What follows belongs to an exercise in optimizing a design on an open flow for small area, a short achievable clock period and few clock cycles per item; a production flow would make more cautious choices.

==> inputs of trial 5 <==
==> flow/design.v <==
module adm_arb (
  input  wire          clk,
  input  wire          rst,
  input  wire          cfg_we,
  input  wire [5:0]    cfg_sess,
  input  wire [1:0]    cfg_class,
  input  wire [9:0]    cfg_quota,
  input  wire          st_we,
  input  wire [5:0]    st_sess,
  input  wire [39:0]   st_stamp,
  input  wire          start,
  input  wire          frame_first,
  input  wire [7:0]    die_slot,
  input  wire [511:0]  cand,
  output reg           ready,
  output reg           done,
  output reg  [7:0]    gnt_valid,
  output reg  [47:0]   gnt_sess
);
  localparam K = 4;    
  integer i, k, j;
  genvar g, u;
  function [2:0] pe8;
    input [7:0] x;
    reg [3:0] y;
    reg [1:0] z;
    begin
      pe8[2] = ~|x[3:0];
      y      = pe8[2] ? x[7:4] : x[3:0];
      pe8[1] = ~|y[1:0];
      z      = pe8[1] ? y[3:2] : y[1:0];
      pe8[0] = ~z[0];
    end
  endfunction
  function [5:0] pe64;
    input [63:0] x;
    reg [7:0] grp;
    reg [2:0] gi;
    reg [7:0] xs;
    integer n;
    begin
      for (n = 0; n < 8; n = n + 1)
        grp[n] = |x[8*n +: 8];
      gi = pe8(grp);
      xs = 8'd0;
      for (n = 0; n < 8; n = n + 1)
        if (gi == n) xs = x[8*n +: 8];
      pe64 = {gi, pe8(xs)};
    end
  endfunction
  function [6:0] rr_pick;
    input [63:0] req;
    input [5:0]  ptr;
    reg   [63:0] hi;
    begin
      hi = req & ({64{1'b1}} << ptr);
      rr_pick = {|req, pe64((|hi) ? hi : req)};
    end
  endfunction
  function [7:0] ffs8;
    input [7:0] x;
    integer n;
    reg below;
    begin
      below = 1'b0;
      for (n = 0; n < 8; n = n + 1) begin
        ffs8[n] = x[n] & ~below;
        below = below | x[n];
      end
    end
  endfunction
  function [5:0] enc64;
    input [63:0] x;
    integer n;
    begin
      enc64 = 6'd0;
      for (n = 0; n < 64; n = n + 1)
        if (x[n]) enc64 = enc64 | n[5:0];
    end
  endfunction
  reg [127:0]  sess_class;     
  reg [639:0]  sess_quota;     
  reg [2559:0] sess_stamp;     
  reg [639:0]  left;           
  reg [63:0]   alive;          
  reg [383:0]  rank;           
  reg [63:0]   written;        
  reg [47:0]   rr_normal;
  reg [47:0]   rr_bulk;
  wire [63:0] is_uh, is_n, is_b;
  wire [6:0]  key [0:63];      
  generate
    for (g = 0; g < 64; g = g + 1) begin : cls
      assign is_uh[g] = ~sess_class[2*g+1];
      assign is_n[g]  = sess_class[2*g +: 2] == 2'd2;
      assign is_b[g]  = sess_class[2*g +: 2] == 2'd3;
      assign key[g]   = {sess_class[2*g], rank[6*g +: 6]};
    end
  endgenerate
  reg        pv;         
  reg [5:0]  ps;
  reg [39:0] pst;
  reg [63:0] psel;       
  reg [63:0] plo;        
  always @(posedge clk) begin
    if (rst) pv <= 1'b0;
    else     pv <= st_we;
    if (st_we) begin
      ps  <= st_sess;
      pst <= st_stamp;
      for (k = 0; k < 64; k = k + 1) begin
        psel[k] <= st_sess == k;
        plo[k]  <= k < st_sess;
      end
    end
  end
  wire [63:0] beats;
  generate
    for (g = 0; g < 64; g = g + 1) begin : cmp
      wire lo  = plo[g];
      wire gt  = {sess_stamp[40*g +: 39], ~lo} > {pst[38:0], 1'b0};
      wire d39 = sess_stamp[40*g+39] ^ ~pst[39] ^ gt;
      assign beats[g] = written[g] & ~psel[g] & d39;
    end
  endgenerate
  reg [6:0] pcnt;
  reg [1:0] c2 [0:31];
  reg [2:0] c3 [0:15];
  reg [3:0] c4 [0:7];
  reg [4:0] c5 [0:3];
  reg [5:0] c6 [0:1];
  always @* begin
    for (k = 0; k < 32; k = k + 1) c2[k] = {1'b0, beats[2*k]} + {1'b0, beats[2*k+1]};
    for (k = 0; k < 16; k = k + 1) c3[k] = {1'b0, c2[2*k]} + {1'b0, c2[2*k+1]};
    for (k = 0; k < 8;  k = k + 1) c4[k] = {1'b0, c3[2*k]} + {1'b0, c3[2*k+1]};
    for (k = 0; k < 4;  k = k + 1) c5[k] = {1'b0, c4[2*k]} + {1'b0, c4[2*k+1]};
    for (k = 0; k < 2;  k = k + 1) c6[k] = {1'b0, c5[2*k]} + {1'b0, c5[2*k+1]};
    pcnt = {1'b0, c6[0]} + {1'b0, c6[1]};
  end
  reg [5:0] rank_ps;
  always @* begin
    rank_ps = 6'd0;
    for (k = 0; k < 64; k = k + 1)
      rank_ps = rank_ps | ({6{psel[k]}} & rank[6*k +: 6]);
  end
  reg          busy;
  reg [8*K-1:0] ch;           
  reg [K-1:0]  act;           
  reg [7:0]    todo;          
  reg [64*K-1:0] cr;          
  wire go   = ~busy & start;
  wire proc = busy & ~pv & ~pr;       
  wire [7:0]   src = go ? die_slot : todo;
  reg  [8*K-1:0] sel;
  reg  [7:0]   rest;
  always @* begin
    rest = src;
    for (j = 0; j < K; j = j + 1) begin
      sel[8*j +: 8] = ffs8(rest);
      rest = rest & ~sel[8*j +: 8];
    end
  end
  reg [64*K-1:0] nb;
  always @*
    for (k = 0; k < 64; k = k + 1)
      for (j = 0; j < K; j = j + 1)
        nb[64*j + k] = left[10*k +: 10] <= j + 1;
  wire [223:0] lbt = 224'd0;
  reg [447:0] keyf;
  always @*
    for (k = 0; k < 64; k = k + 1)
      keyf[7*k +: 7] = key[k];
  function [63:0] pick;
    input [63:0]  e;
    input [447:0] kf;    
    input [223:0] lo;
    reg [63:0] c;
    reg any;
    integer x, y;
    begin
      c = e;
      for (x = 6; x >= 0; x = x - 1) begin
        any = 1'b0;
        for (y = 0; y < 64; y = y + 1)
          any = any | (c[y] & ~kf[7*y + x]);
        for (y = 0; y < 64; y = y + 1)
          c[y] = c[y] & ~(any & kf[7*y + x]);
      end
      pick = c;
    end
  endfunction
  wire [63:0]  base = alive & is_uh;
  wire [63:0]  w   [0:K-1];     
  wire [K-1:0] uh;              
  wire [K-1:0] vld;
  wire [5:0]   sid [0:K-1];
  wire [6:0]   rn  [0:K-1];
  wire [6:0]   rb  [0:K-1];
  generate
    for (u = 0; u < K; u = u + 1) begin : unit
      wire [63:0] c = cr[64*u +: 64];
      wire [63:0] e = c & base;
      reg  [5:0]  pn, pb;
      integer m;
      always @* begin
        pn = 6'd0; pb = 6'd0;
        for (m = 0; m < 8; m = m + 1) begin
          pn = pn | ({6{ch[8*u+m]}} & rr_normal[6*m +: 6]);
          pb = pb | ({6{ch[8*u+m]}} & rr_bulk[6*m +: 6]);
        end
      end
      wire [63:0] cn = c & is_n;
      wire [63:0] cb = c & is_b;
      wire        hn = |cn;
      wire [6:0]  rp = rr_pick(hn ? cn : cb, hn ? pn : pb);
      assign w[u]   = pick(e, keyf, lbt);
      assign uh[u]  = |e;
      assign rn[u]  = {hn, rp[5:0]};
      assign rb[u]  = {~hn & rp[6], rp[5:0]};
      assign vld[u] = uh[u] | rp[6];
      assign sid[u] = uh[u] ? enc64(w[u]) : rp[5:0];
    end
  endgenerate
  reg [K-1:0]    conf, commit;
  reg [64*K-1:0] nn;            
  reg [63:0]     bec;
  reg            kill;
  always @* begin
    nn = {64*K{1'b0}};
    kill = 1'b0;
    for (j = 0; j < K; j = j + 1) begin
      bec = 64'd0;
      for (i = 0; i < K; i = i + 1)
        bec = bec | (nn[64*i +: 64] & nb[64*i +: 64]);
      conf[j]   = act[j] & |(w[j] & bec);
      kill      = kill | conf[j];
      commit[j] = act[j] & ~kill;
      for (i = K - 1; i > 0; i = i - 1)
        nn[64*i +: 64] = nn[64*i +: 64] | (nn[64*(i-1) +: 64] & {64{act[j]}} & w[j]);
      nn[63:0] = nn[63:0] | ({64{act[j]}} & w[j]);
    end
  end
  wire batch_done = ~kill;
  wire load       = go | (proc & batch_done);
  reg [64*K-1:0] tt;            
  reg [2:0]      tc [0:63];
  reg [63:0]     bec_now;
  always @* begin
    tt = {64*K{1'b0}};
    for (j = 0; j < K; j = j + 1) begin
      for (i = K - 1; i > 0; i = i - 1)
        tt[64*i +: 64] = tt[64*i +: 64] | (tt[64*(i-1) +: 64] & {64{commit[j]}} & w[j]);
      tt[63:0] = tt[63:0] | ({64{commit[j]}} & w[j]);
    end
    bec_now = 64'd0;
    for (i = 0; i < K; i = i + 1)
      bec_now = bec_now | (tt[64*i +: 64] & nb[64*i +: 64]);
    for (k = 0; k < 64; k = k + 1) begin
      tc[k] = 3'd0;
      for (i = 0; i < K; i = i + 1)
        tc[k] = tc[k] + {2'b00, tt[64*i + k]};
    end
  end
  wire [63:0] t1 = tt[63:0];
  reg [8*K-1:0] nsel;
  reg [64*K-1:0] ncr;
  always @* begin
    nsel = load ? sel : ch;
    ncr  = {64*K{1'b0}};
    for (j = 0; j < K; j = j + 1)
      for (k = 0; k < 8; k = k + 1)
        ncr[64*j +: 64] = ncr[64*j +: 64] | ({64{nsel[8*j+k]}} & cand[64*k +: 64]);
  end
  always @(posedge clk)
    cr <= ncr;
  wire frame_clear = go & frame_first;
  reg  need_rl, pr;
  wire rl_go  = go & (frame_first | need_rl);
  wire reload = (rl_go & ~cfg_we) | pr;
  always @(posedge clk) begin
    if (rst) begin
      need_rl <= 1'b1;
      pr      <= 1'b0;
    end else begin
      if (go) need_rl <= 1'b0;
      pr <= rl_go & cfg_we;
    end
  end
  generate
    for (g = 0; g < 64; g = g + 1) begin : sess
      wire [9:0] q    = sess_quota[10*g +: 10];
      wire [9:0] qe   = (q == 10'd0) ? 10'd1 : q;
      wire [5:0] r    = rank[6*g +: 6];
      wire       gt_r = r > rank_ps;
      always @(posedge clk) begin
        if (cfg_we && cfg_sess == g) begin
          sess_class[2*g +: 2]   <= cfg_class;
          sess_quota[10*g +: 10] <= cfg_quota;
        end
        if (st_we && st_sess == g)
          sess_stamp[40*g +: 40] <= st_stamp;
        if (reload)
          left[10*g +: 10] <= qe;
        else if (proc && t1[g])
          left[10*g +: 10] <= left[10*g +: 10] - {7'd0, tc[g]};
        if (rst || frame_clear)
          alive[g] <= 1'b1;
        else if (proc && bec_now[g])
          alive[g] <= 1'b0;
        if (rst)
          rank[6*g +: 6] <= g;
        else if (pv) begin
          if (psel[g])
            rank[6*g +: 6] <= pcnt[5:0];
          else if (!beats[g] && !gt_r)
            rank[6*g +: 6] <= r + 6'd1;
          else if (beats[g] && gt_r)
            rank[6*g +: 6] <= r - 6'd1;
        end
        if (rst)
          written[g] <= 1'b0;
        else if (pv && psel[g])
          written[g] <= 1'b1;
      end
    end
  endgenerate
  always @(posedge clk) begin
    if (rst) begin
      busy      <= 1'b0;
      ready     <= 1'b1;
      done      <= 1'b0;
      ch        <= {8*K{1'b0}};
      act       <= {K{1'b0}};
      todo      <= 8'd0;
      gnt_valid <= 8'd0;
      rr_normal <= 48'd0;
      rr_bulk   <= 48'd0;
    end else begin
      done <= 1'b0;
      if (load) begin
        ch   <= sel;
        todo <= rest;
        for (j = 0; j < K; j = j + 1)
          act[j] <= |sel[8*j +: 8];
      end else if (proc)
        act <= act & ~commit;
      if (go) begin
        gnt_valid <= 8'd0;
        if (die_slot == 8'd0)
          done <= 1'b1;
        else begin
          busy  <= 1'b1;
          ready <= 1'b0;
        end
      end else if (proc) begin
        for (j = 0; j < K; j = j + 1)
          for (k = 0; k < 8; k = k + 1)
            if (commit[j] && ch[8*j+k]) begin
              gnt_valid[k] <= vld[j];
              if (!uh[j] && rn[j][6])
                rr_normal[6*k +: 6] <= rn[j][5:0] + 6'd1;
              else if (!uh[j] && rb[j][6])
                rr_bulk[6*k +: 6] <= rb[j][5:0] + 6'd1;
            end
        if (batch_done && todo == 8'd0) begin
          busy  <= 1'b0;
          ready <= 1'b1;
          done  <= 1'b1;
        end
      end
    end
  end
  always @(posedge clk) begin
    if (proc)
      for (j = 0; j < K; j = j + 1)
        for (k = 0; k < 8; k = k + 1)
          if (commit[j] && ch[8*j+k])
            gnt_sess[6*k +: 6] <= sid[j];
  end
endmodule
==> flow/flow/run.sh <==
#!/bin/bash
# Standard layout, with repair_timing asked for extra setup slack so that
# the design is sized for a shorter period than the clock constraint.
# Each tool's full output is in orfs/logs/; make's output is in flow_make.log.
set -euo pipefail
bash standard.sh SETUP_SLACK_MARGIN=26 TNS_END_PERCENT=5 finish > flow_make.log 2>&1
==> flow/standard.sh <==
#!/bin/bash
# synth_recipe.tcl (not shown) runs the flow's synth.tcl, then flattens the netlist and writes it again
# the make line also repeats each setting of config.mk as NAME=value (left out here)
make -C /OpenROAD-flow-scripts/flow DESIGN_CONFIG=/design/flow/config.mk WORK_HOME=/design/flow/orfs CLKGATE_MAP_FILE= SYNTH_SCRIPT=/design/flow/synth_recipe.tcl "${@:-finish}"
==> flow/config.mk <==
export PLATFORM = sky130hd
export DESIGN_NAME = adm_arb
export DESIGN_NICKNAME = adm_arb
export VERILOG_FILES = /design/flow/design.v
export SDC_FILE = /design/flow/constraint.sdc
export NUM_CORES = 8
export LEC_CHECK = 0
export CAP_MARGIN = 60
export CORE_MARGIN = 2
export CORE_UTILIZATION = 40
export PLACE_DENSITY = 0.55
export SLEW_MARGIN = 75
==> flow/constraint.sdc <==
create_clock -name core_clock -period 36.0 [get_ports {clk}]
set_input_delay 7.2000 -clock core_clock [delete_from_list [all_inputs] [get_ports {clk}]]
set_output_delay 7.2000 -clock core_clock [all_outputs]
set_load 0.01 [all_outputs]
==> build 72: changes against trial 5 <==
==> flow/design.v, changed modules only <==
module adm_arb (
  input  wire          clk,
  input  wire          rst,
  input  wire          cfg_we,
  input  wire [5:0]    cfg_sess,
  input  wire [1:0]    cfg_class,
  input  wire [9:0]    cfg_quota,
  input  wire          st_we,
  input  wire [5:0]    st_sess,
  input  wire [39:0]   st_stamp,
  input  wire          start,
  input  wire          frame_first,
  input  wire [7:0]    die_slot,
  input  wire [511:0]  cand,
  output reg           ready,
  output reg           done,
  output reg  [7:0]    gnt_valid,
  output reg  [47:0]   gnt_sess
);
  localparam K = 3;    
  integer i, k, j;
  genvar g, u;
  function [2:0] pe8;
    input [7:0] x;
    reg [3:0] y;
    reg [1:0] z;
    begin
      pe8[2] = ~|x[3:0];
      y      = pe8[2] ? x[7:4] : x[3:0];
      pe8[1] = ~|y[1:0];
      z      = pe8[1] ? y[3:2] : y[1:0];
      pe8[0] = ~z[0];
    end
  endfunction
  function [5:0] pe64;
    input [63:0] x;
    reg [7:0] grp;
    reg [2:0] gi;
    reg [7:0] xs;
    integer n;
    begin
      for (n = 0; n < 8; n = n + 1)
        grp[n] = |x[8*n +: 8];
      gi = pe8(grp);
      xs = 8'd0;
      for (n = 0; n < 8; n = n + 1)
        if (gi == n) xs = x[8*n +: 8];
      pe64 = {gi, pe8(xs)};
    end
  endfunction
  function [6:0] rr_pick;
    input [63:0] req;
    input [5:0]  ptr;
    reg   [63:0] hi;
    begin
      hi = req & ({64{1'b1}} << ptr);
      rr_pick = {|req, pe64((|hi) ? hi : req)};
    end
  endfunction
  function [7:0] ffs8;
    input [7:0] x;
    integer n;
    reg below;
    begin
      below = 1'b0;
      for (n = 0; n < 8; n = n + 1) begin
        ffs8[n] = x[n] & ~below;
        below = below | x[n];
      end
    end
  endfunction
  function [5:0] enc64;
    input [63:0] x;
    integer n;
    begin
      enc64 = 6'd0;
      for (n = 0; n < 64; n = n + 1)
        if (x[n]) enc64 = enc64 | n[5:0];
    end
  endfunction
  reg [127:0]  sess_class;     
  reg [639:0]  sess_quota;     
  reg [2559:0] sess_stamp;     
  reg [639:0]  left;           
  reg [63:0]   alive;          
  reg [383:0]  rank;           
  reg [63:0]   written;        
  reg [47:0]   rr_normal;
  reg [47:0]   rr_bulk;
  wire [63:0] is_uh, is_n, is_b;
  wire [6:0]  key [0:63];      
  generate
    for (g = 0; g < 64; g = g + 1) begin : cls
      assign is_uh[g] = ~sess_class[2*g+1];
      assign is_n[g]  = sess_class[2*g +: 2] == 2'd2;
      assign is_b[g]  = sess_class[2*g +: 2] == 2'd3;
      assign key[g]   = {sess_class[2*g], rank[6*g +: 6]};
    end
  endgenerate
  reg        pv;         
  reg [5:0]  ps;
  reg [39:0] pst;
  always @(posedge clk) begin
    if (rst) pv <= 1'b0;
    else     pv <= st_we;
    if (st_we) begin
      ps  <= st_sess;
      pst <= st_stamp;
    end
  end
  wire [63:0] beats;
  generate
    for (g = 0; g < 64; g = g + 1) begin : cmp
      wire lo  = (g < ps);
      wire gt  = {sess_stamp[40*g +: 39], ~lo} > {pst[38:0], 1'b0};
      wire d39 = sess_stamp[40*g+39] ^ ~pst[39] ^ gt;
      assign beats[g] = written[g] & (ps != g) & d39;
    end
  endgenerate
  reg [6:0] pcnt;
  reg [1:0] c2 [0:31];
  reg [2:0] c3 [0:15];
  reg [3:0] c4 [0:7];
  reg [4:0] c5 [0:3];
  reg [5:0] c6 [0:1];
  always @* begin
    for (k = 0; k < 32; k = k + 1) c2[k] = {1'b0, beats[2*k]} + {1'b0, beats[2*k+1]};
    for (k = 0; k < 16; k = k + 1) c3[k] = {1'b0, c2[2*k]} + {1'b0, c2[2*k+1]};
    for (k = 0; k < 8;  k = k + 1) c4[k] = {1'b0, c3[2*k]} + {1'b0, c3[2*k+1]};
    for (k = 0; k < 4;  k = k + 1) c5[k] = {1'b0, c4[2*k]} + {1'b0, c4[2*k+1]};
    for (k = 0; k < 2;  k = k + 1) c6[k] = {1'b0, c5[2*k]} + {1'b0, c5[2*k+1]};
    pcnt = {1'b0, c6[0]} + {1'b0, c6[1]};
  end
  wire [5:0] rank_ps = rank[6*ps +: 6];
  reg          busy;
  reg [8*K-1:0] ch;           
  reg [K-1:0]  act;           
  reg [7:0]    todo;          
  reg [64*K-1:0] cr;          
  wire go   = ~busy & start;
  wire proc = busy & ~pv;       
  wire [7:0]   src = go ? die_slot : todo;
  reg  [8*K-1:0] sel;
  reg  [7:0]   rest;
  always @* begin
    rest = src;
    for (j = 0; j < K; j = j + 1) begin
      sel[8*j +: 8] = ffs8(rest);
      rest = rest & ~sel[8*j +: 8];
    end
  end
  wire [63:0] nb1, nb2, nb3;
  generate
    for (g = 0; g < 64; g = g + 1) begin : nbf
      wire [9:0] l = left[10*g +: 10];
      assign nb1[g] = ~|l[9:1];
      assign nb2[g] = ~|l[9:2] & ~(l[1] & l[0]);
      assign nb3[g] = ~|l[9:2];
    end
  endgenerate
  function [63:0] elim;
    input [63:0] e;
    input [447:0] kf;    
    reg [63:0] c;
    reg any;
    integer b, n;
    begin
      c = e;
      for (b = 6; b >= 0; b = b - 1) begin
        any = 1'b0;
        for (n = 0; n < 64; n = n + 1)
          any = any | (c[n] & ~kf[7*n + b]);
        for (n = 0; n < 64; n = n + 1)
          c[n] = c[n] & ~(any & kf[7*n + b]);
      end
      elim = c;
    end
  endfunction
  reg [447:0] keyf;
  always @*
    for (k = 0; k < 64; k = k + 1)
      keyf[7*k +: 7] = key[k];
  wire [63:0]  base = alive & is_uh;
  wire [63:0]  w   [0:K-1];     
  wire [K-1:0] uh;              
  wire [K-1:0] vld;
  wire [5:0]   sid [0:K-1];
  wire [6:0]   rn  [0:K-1];
  wire [6:0]   rb  [0:K-1];
  generate
    for (u = 0; u < K; u = u + 1) begin : unit
      wire [63:0] c = cr[64*u +: 64];
      wire [63:0] e = c & base;
      reg  [5:0]  pn, pb;
      integer m;
      always @* begin
        pn = 6'd0; pb = 6'd0;
        for (m = 0; m < 8; m = m + 1) begin
          pn = pn | ({6{ch[8*u+m]}} & rr_normal[6*m +: 6]);
          pb = pb | ({6{ch[8*u+m]}} & rr_bulk[6*m +: 6]);
        end
      end
      wire [63:0] cn = c & is_n;
      wire [63:0] cb = c & is_b;
      wire        hn = |cn;
      wire [6:0]  rp = rr_pick(hn ? cn : cb, hn ? pn : pb);
      assign w[u]   = elim(e, keyf);
      assign uh[u]  = |e;
      assign rn[u]  = {hn, rp[5:0]};
      assign rb[u]  = {~hn & rp[6], rp[5:0]};
      assign vld[u] = uh[u] | rp[6];
      assign sid[u] = uh[u] ? enc64(w[u]) : rp[5:0];
    end
  endgenerate
  reg [K-1:0] conf, commit;
  reg [63:0]  n1, n2, n3;       
  reg [63:0]  bec;
  reg         kill;
  always @* begin
    n1 = 64'd0; n2 = 64'd0; n3 = 64'd0;
    kill = 1'b0;
    for (j = 0; j < K; j = j + 1) begin
      bec     = (n1 & nb1) | (n2 & nb2) | (n3 & nb3);
      conf[j] = act[j] & |(w[j] & bec);
      kill    = kill | conf[j];
      commit[j] = act[j] & ~kill;
      n3 = n3 | (n2 & {64{act[j]}} & w[j]);
      n2 = n2 | (n1 & {64{act[j]}} & w[j]);
      n1 = n1 | ({64{act[j]}} & w[j]);
    end
  end
  wire batch_done = ~kill;
  wire load       = go | (proc & batch_done);
  reg [63:0] t1, t2, t3;
  reg [1:0]  tc [0:63];
  always @* begin
    t1 = 64'd0; t2 = 64'd0; t3 = 64'd0;
    for (j = 0; j < K; j = j + 1) begin
      t3 = t3 | (t2 & {64{commit[j]}} & w[j]);
      t2 = t2 | (t1 & {64{commit[j]}} & w[j]);
      t1 = t1 | ({64{commit[j]}} & w[j]);
    end
    for (k = 0; k < 64; k = k + 1)
      tc[k] = {1'b0, t1[k]} + {1'b0, t2[k]} + {1'b0, t3[k]};
  end
  wire [63:0] bec_now = (t1 & nb1) | (t2 & nb2) | (t3 & nb3);
  reg [8*K-1:0] nsel;
  reg [64*K-1:0] ncr;
  always @* begin
    nsel = load ? sel : ch;
    ncr  = {64*K{1'b0}};
    for (j = 0; j < K; j = j + 1)
      for (k = 0; k < 8; k = k + 1)
        ncr[64*j +: 64] = ncr[64*j +: 64] | ({64{nsel[8*j+k]}} & cand[64*k +: 64]);
  end
  always @(posedge clk)
    cr <= ncr;
  wire frame_clear = go & frame_first;
  generate
    for (g = 0; g < 64; g = g + 1) begin : sess
      wire [9:0] q    = sess_quota[10*g +: 10];
      wire [9:0] qe   = (q == 10'd0) ? 10'd1 : q;
      wire [9:0] cqe  = (cfg_quota == 10'd0) ? 10'd1 : cfg_quota;
      wire [5:0] r    = rank[6*g +: 6];
      wire       gt_r = r > rank_ps;
      always @(posedge clk) begin
        if (cfg_we && cfg_sess == g) begin
          sess_class[2*g +: 2]   <= cfg_class;
          sess_quota[10*g +: 10] <= cfg_quota;
        end
        if (st_we && st_sess == g)
          sess_stamp[40*g +: 40] <= st_stamp;
        if (cfg_we && cfg_sess == g)
          left[10*g +: 10] <= cqe;
        else if (frame_clear)
          left[10*g +: 10] <= qe;
        else if (proc && t1[g])
          left[10*g +: 10] <= left[10*g +: 10] - {8'd0, tc[g]};
        if (rst || frame_clear)
          alive[g] <= 1'b1;
        else if (proc && bec_now[g])
          alive[g] <= 1'b0;
        if (rst)
          rank[6*g +: 6] <= g;
        else if (pv) begin
          if (ps == g)
            rank[6*g +: 6] <= pcnt[5:0];
          else if (!beats[g] && !gt_r)
            rank[6*g +: 6] <= r + 6'd1;
          else if (beats[g] && gt_r)
            rank[6*g +: 6] <= r - 6'd1;
        end
        if (rst)
          written[g] <= 1'b0;
        else if (pv && ps == g)
          written[g] <= 1'b1;
      end
    end
  endgenerate
  always @(posedge clk) begin
    if (rst) begin
      busy      <= 1'b0;
      ready     <= 1'b1;
      done      <= 1'b0;
      ch        <= {8*K{1'b0}};
      act       <= {K{1'b0}};
      todo      <= 8'd0;
      gnt_valid <= 8'd0;
      rr_normal <= 48'd0;
      rr_bulk   <= 48'd0;
    end else begin
      done <= 1'b0;
      if (load) begin
        ch   <= sel;
        todo <= rest;
        for (j = 0; j < K; j = j + 1)
          act[j] <= |sel[8*j +: 8];
      end else if (proc)
        act <= act & ~commit;
      if (go) begin
        gnt_valid <= 8'd0;
        if (die_slot == 8'd0)
          done <= 1'b1;
        else begin
          busy  <= 1'b1;
          ready <= 1'b0;
        end
      end else if (proc) begin
        for (j = 0; j < K; j = j + 1)
          for (k = 0; k < 8; k = k + 1)
            if (commit[j] && ch[8*j+k]) begin
              gnt_valid[k] <= vld[j];
              if (!uh[j] && rn[j][6])
                rr_normal[6*k +: 6] <= rn[j][5:0] + 6'd1;
              else if (!uh[j] && rb[j][6])
                rr_bulk[6*k +: 6] <= rb[j][5:0] + 6'd1;
            end
        if (batch_done && todo == 8'd0) begin
          busy  <= 1'b0;
          ready <= 1'b1;
          done  <= 1'b1;
        end
      end
    end
  end
  always @(posedge clk) begin
    if (proc)
      for (j = 0; j < K; j = j + 1)
        for (k = 0; k < 8; k = k + 1)
          if (commit[j] && ch[8*j+k])
            gnt_sess[6*k +: 6] <= sid[j];
  end
endmodule
==> flow/run.sh (new file) <==
#!/bin/bash
# synth_recipe.tcl (not shown) runs the flow's synth.tcl, then flattens the netlist and writes it again
# the make line also repeats each setting of config.mk as NAME=value (left out here)
make -C /OpenROAD-flow-scripts/flow DESIGN_CONFIG=/design/flow/config.mk WORK_HOME=/design/flow/orfs CLKGATE_MAP_FILE= SYNTH_SCRIPT=/design/flow/synth_recipe.tcl finish
Settings changed: CAP_MARGIN 60 to 20, CORE_UTILIZATION 40 to 60, GPL_TIMING_DRIVEN from default to 1, PLACE_DENSITY 0.55 to 0.7, SLEW_MARGIN 75 to 20.
removed: flow/flow/run.sh
removed: flow/standard.sh
==> notes.md <==
quantity                                                                       build 72                 trial 5
Status                                                           stopped before the end  stopped before the end
Failing step                                                                    5_1_grt                 5_1_grt
Syn Nets                                                                         38,500                  44,130
Initial core utilization                                                         0.6014                  0.4014
Number of cells after detailed placement                                         42,040                  55,930
Last weighted congestion value of the routability-driven placer                   1.532                   1.421
Chip Height                                                                    756.1 µm                974.9 µm
Largest buffer count on any clock path                                                4                       5
Number of cell rows                                                                 276                     356
Clock buffer count from CTS                                                         535                     602
Number of enable flip-flop cells after synthesis                                  4,062                   4,183
Synth Area in Compound Gates                                                     0.2036                  0.2334
Area share of fa/ha/maj cells after synthesis                                    0.1404                  0.1358
Fraction of synthesized area in multiplexers                                    0.02085                 0.01007
Function was not checked in any run of this note: the RTL went through the layout flow alone.
